What follows belongs to an exercise in optimizing a design on an open flow for small area, a short achievable clock period and few clock cycles per item; a production flow would make more cautious choices.
The RTL was checked by simulation tests, not by an equivalence proof against the original design.

## red
==> flow/design.v <==
module gorse_round (
  input  wire [127:0] x_in,
  input  wire [31:0]  rk,
  output wire [127:0] x_out
);
  function [31:0] add32(input [31:0] a, input [31:0] b);
    reg [31:0] p, g, pp, gg;
    integer i, d;
    begin
      p = a ^ b;
      g = a & b;
      for (d = 1; d < 32; d = d * 2) begin
        pp = p;
        gg = g;
        for (i = 0; i < 32; i = i + 1)
          if ((i / d) % 2 == 1) begin
            gg[i] = g[i] | (p[i] & g[(i / d) * d - 1]);
            pp[i] = p[i] & p[(i / d) * d - 1];
          end
        p = pp;
        g = gg;
      end
      add32 = (a ^ b) ^ {g[30:0], 1'b0};
    end
  endfunction
  wire [31:0] x0 = x_in[31:0];
  wire [31:0] x1 = x_in[63:32];
  wire [31:0] x2 = x_in[95:64];
  wire [31:0] x3 = x_in[127:96];
  wire [31:0] a0 = add32(x0, rk);
  wire [31:0] a1 = x1 ^ {a0[24:0], a0[31:25]};    
  wire [31:0] a2 = add32(x2, a1);
  wire [31:0] a3 = x3 ^ {a2[18:0], a2[31:19]};    
  wire [31:0] b0 = add32(a0, a3);
  wire [31:0] b1 = a1 ^ {b0[13:0], b0[31:14]};    
  assign x_out = {b0, a3, a2, b1};
endmodule
module gorse_engine (
  input  wire         clk,
  input  wire         rst,
  input  wire         cmd_valid,
  output wire         cmd_ready,
  input  wire [1:0]   cmd_op,       
  input  wire [1:0]   cmd_slot,
  input  wire [127:0] cmd_key,      
  input  wire [31:0]  cmd_base,     
  input  wire [19:0]  cmd_pos,      
  input  wire [31:0]  cmd_index,    
  output wire         rsp_valid,
  output wire [127:0] rsp_data
);
  localparam OP_LOAD   = 2'd0;
  localparam OP_DERIVE = 2'd1;
  localparam integer NR    = 5;           
  localparam integer NPASS = 10 / NR;     
  localparam [31:0] GOLD = 32'h9E3779B9;
  localparam [31:0] D4   = GOLD * 4;
  localparam [31:0] C1   = GOLD;
  localparam [31:0] C2   = GOLD * 2;
  localparam [31:0] C3   = GOLD * 3;
  localparam [31:0] C4   = GOLD * 4;
  localparam [31:0] E0   = -(GOLD * 13);
  localparam [31:0] E1   = -(GOLD * 14);
  localparam [31:0] E2   = -(GOLD * 11);
  localparam [31:0] E3   = -(GOLD * 12);
  reg [127:0] tbl_key  [0:3];
  reg [31:0]  tbl_base [0:3];
  reg [127:0] px   [1:NR];
  reg [127:0] pk   [1:NR];
  reg         pv   [1:NR];
  reg         pwb  [1:NR];
  reg [1:0]   pslot[1:NR];
  reg [1:0]   ppass[1:NR];
  reg [127:0] ox, ok;
  reg         ov, owb;
  reg [1:0]   oslot;
  wire [31:0] bo0 = ox[31:0]   + ok[95:64]  + E0;
  wire [31:0] bo1 = ox[63:32]  + ok[127:96] + E1;
  wire [31:0] bo2 = ox[95:64]  + ok[31:0]   + E2;
  wire [31:0] bo3 = ox[127:96] + ok[63:32]  + E3;
  wire [127:0] block_out = {bo3, bo2, bo1, bo0};
  assign rsp_valid = ov;
  assign rsp_data  = block_out;
  reg [3:0] busy;
  integer j;
  always @(*) begin
    busy = 4'd0;
    for (j = 1; j <= NR; j = j + 1)
      if (pv[j] && pwb[j]) busy[pslot[j]] = 1'b1;
  end
  wire recirc   = pv[NR] & (ppass[NR] != NPASS - 1);
  wire is_load  = (cmd_op == OP_LOAD);
  assign cmd_ready = is_load | (~recirc & ~(cmd_op[1] & busy[cmd_slot]));
  wire accept   = cmd_valid & cmd_ready;
  wire enter    = accept & ~is_load;
  wire kill     = accept & is_load;
  wire fwd = ov & owb & (oslot == cmd_slot);
  wire [127:0] rd_key  = fwd ? block_out : tbl_key[cmd_slot];
  wire [31:0]  rd_base = tbl_base[cmd_slot];
  reg [127:0] x_init, k_raw;
  always @(*) begin
    if (cmd_op == OP_DERIVE) begin
      k_raw  = {32'h65446F6D, 32'h476F7273, cmd_key[63:0]};
      x_init = {64'd0, cmd_key[127:64]};
    end else begin
      k_raw  = rd_key;
      x_init = {rd_base, 32'd0, (cmd_op[0] ? cmd_index : 32'd0),
                4'h0, 6'd0, cmd_op[0], 1'b1, cmd_pos};
    end
  end
  wire [31:0] ki0 = k_raw[31:0]   + C1;
  wire [31:0] ki1 = k_raw[63:32]  + C2;
  wire [31:0] ki2 = k_raw[95:64]  + C3;
  wire [31:0] ki3 = k_raw[127:96] + C4;
  wire [127:0] k_init = {ki3, ki2, ki1, ki0};
  always @(posedge clk) begin
    if (ov && owb && !(kill && cmd_slot == oslot))
      tbl_key[oslot] <= block_out;
    if (kill)
      tbl_key[cmd_slot] <= cmd_key;
    if (accept && !cmd_op[1])
      tbl_base[cmd_slot] <= cmd_base;
  end
  wire [127:0] xn [1:NR];
  wire [127:0] kn [1:NR];
  genvar s;
  generate
    for (s = 1; s <= NR; s = s + 1) begin : g_stage
      wire [127:0] kk = pk[s];
      wire [31:0]  rk_next = kk[31:0] + D4;
      gorse_round u_round (
        .x_in  (px[s]),
        .rk    (kk[31:0]),
        .x_out (xn[s])
      );
      assign kn[s] = {rk_next, kk[127:32]};
      if (s < NR) begin : g_fwd
        always @(posedge clk) begin
          px[s+1]    <= xn[s];
          pk[s+1]    <= kn[s];
          pslot[s+1] <= pslot[s];
          ppass[s+1] <= ppass[s];
          pwb[s+1]   <= pwb[s] & ~(kill & (cmd_slot == pslot[s]));
          pv[s+1]    <= rst ? 1'b0 : pv[s];
        end
      end
    end
  endgenerate
  always @(posedge clk) begin
    if (recirc) begin
      px[1]    <= xn[NR];
      pk[1]    <= kn[NR];
      pslot[1] <= pslot[NR];
      ppass[1] <= ppass[NR] + 2'd1;
      pwb[1]   <= pwb[NR] & ~(kill & (cmd_slot == pslot[NR]));
    end else begin
      px[1]    <= x_init;
      pk[1]    <= k_init;
      pslot[1] <= cmd_slot;
      ppass[1] <= 2'd0;
      pwb[1]   <= (cmd_op == OP_DERIVE);
    end
    pv[1] <= rst ? 1'b0 : (recirc | enter);
  end
  always @(posedge clk) begin
    ox    <= xn[NR];
    ok    <= kn[NR];
    oslot <= pslot[NR];
    owb   <= pwb[NR] & ~(kill & (cmd_slot == pslot[NR]));
    ov    <= rst ? 1'b0 : (pv[NR] & (ppass[NR] == NPASS - 1));
  end
endmodule
Settings: LEC_CHECK=0, ABC_AREA=1, CAP_MARGIN=20, CORE_MARGIN=2, CORE_UTILIZATION=50, PLACE_DENSITY=0.7, SETUP_SLACK_MARGIN=5, SLEW_MARGIN=20; clock period 12.0 ns.
run.sh (not shown) runs the stock make flow with config.mk's settings and CLKGATE_MAP_FILE= SYNTH_SCRIPT=/design/flow/synth_recipe.tcl, a recipe that flattens the netlist after the stock synthesis.
red reached the end of the flow, and the finished layout is clean on the timing, DRC and antenna checks.
Testbench counts of red, summed over its fixed seeds: cycles 18,701, items 7,386.
The following lists how blue was set up differently from red:
# red
export LEC_CHECK = 0
export ABC_AREA = 1
export CAP_MARGIN = 20
export CORE_MARGIN = 2
export CORE_UTILIZATION = 50
export PLACE_DENSITY = 0.7
export SETUP_SLACK_MARGIN = 5
export SLEW_MARGIN = 20
create_clock -name core_clock -period 12.0 [get_ports {clk}]
# blue
export LEC_CHECK = 0
export ABC_AREA = 1
export CAP_MARGIN = 20
export CORE_MARGIN = 2
export CORE_UTILIZATION = 45
export CTS_CLUSTER_DIAMETER = 80
export CTS_CLUSTER_SIZE = 25
export PLACE_DENSITY = 0.65
export SETUP_SLACK_MARGIN = 5
export SLEW_MARGIN = 20
create_clock -name core_clock -period 12.0 [get_ports {clk}]
Notes after the runs:
Compared to red, blue was floorplanned on a bigger die. Placement row count, blue vs red: up by a few percent. blue against red: relative area change from synthesis to final layout moved down; shortest period the worst path allows moved up; chip width increased 5.4%; worst hold slack now sits higher; clock buffer count in the final layout shrank by 49%. Diff red and blue: setup clock skew after layout lower in blue. Re global-route usage: red and blue aren't equal, and the higher value belongs to red.
The following lists how green was set up differently from blue:
# blue
export LEC_CHECK = 0
export ABC_AREA = 1
export CAP_MARGIN = 20
export CORE_MARGIN = 2
export CORE_UTILIZATION = 45
export CTS_CLUSTER_DIAMETER = 80
export CTS_CLUSTER_SIZE = 25
export PLACE_DENSITY = 0.65
export SETUP_SLACK_MARGIN = 5
export SLEW_MARGIN = 20
create_clock -name core_clock -period 12.0 [get_ports {clk}]
# green
export LEC_CHECK = 0
export ABC_AREA = 1
export CAP_MARGIN = 20
export CORE_MARGIN = 2
export CORE_UTILIZATION = 50
export CTS_CLUSTER_DIAMETER = 80
export CTS_CLUSTER_SIZE = 25
export PLACE_DENSITY = 0.7
export SETUP_SLACK_MARGIN = 5
export SLEW_MARGIN = 20
create_clock -name core_clock -period 12.0 [get_ports {clk}]
==> comparison <==
Core utilization: green higher than blue. Sum of met3 wire segment lengths after detailed routing in green is about 16% higher than in blue. Taking blue as the reference point, the quantity of gates resized following cts of green rises by 42. Clock-buffer cell count, green and blue, lower one = green. From blue to green, synthesized netlist net count did not move at all. First-pass GRT wire length: blue vs green, no meaningful difference.

-- re-timing with driven ports --
Ports are ideal in the flow. The routed layouts listed here were re-timed in OpenROAD.
Step 1 sets driving cells, clkbuf_16 on the clock port and buf_2 on the other inputs (assumed; they add their load-dependent delay and slew).
Step 2 times the ports against the registers' clock, not the clock port: input delays grow and output delays shrink by t, the midpoint of the rising clock arrivals with the driver on.
a / b / c = no drivers / after step 1 / after step 2; a / b = the first two.
| run | t, ns | slack for setup (ns) | pins driven straight from the clock port |
|---|---|---|---|
| red | 1.018 | 4.917 / 4.863 / 4.084 | 1 |
| blue | 0.959 | 4.889 / 4.836 / 4.117 | 1 |
| green | 0.956 | 4.858 / 4.858 / 4.185 | 1 |
After both steps setup and hold are still met in every run listed. For red, which loses most, drivers alone change the setup slack by -0.054 ns; drivers and shift together by -0.833 ns.
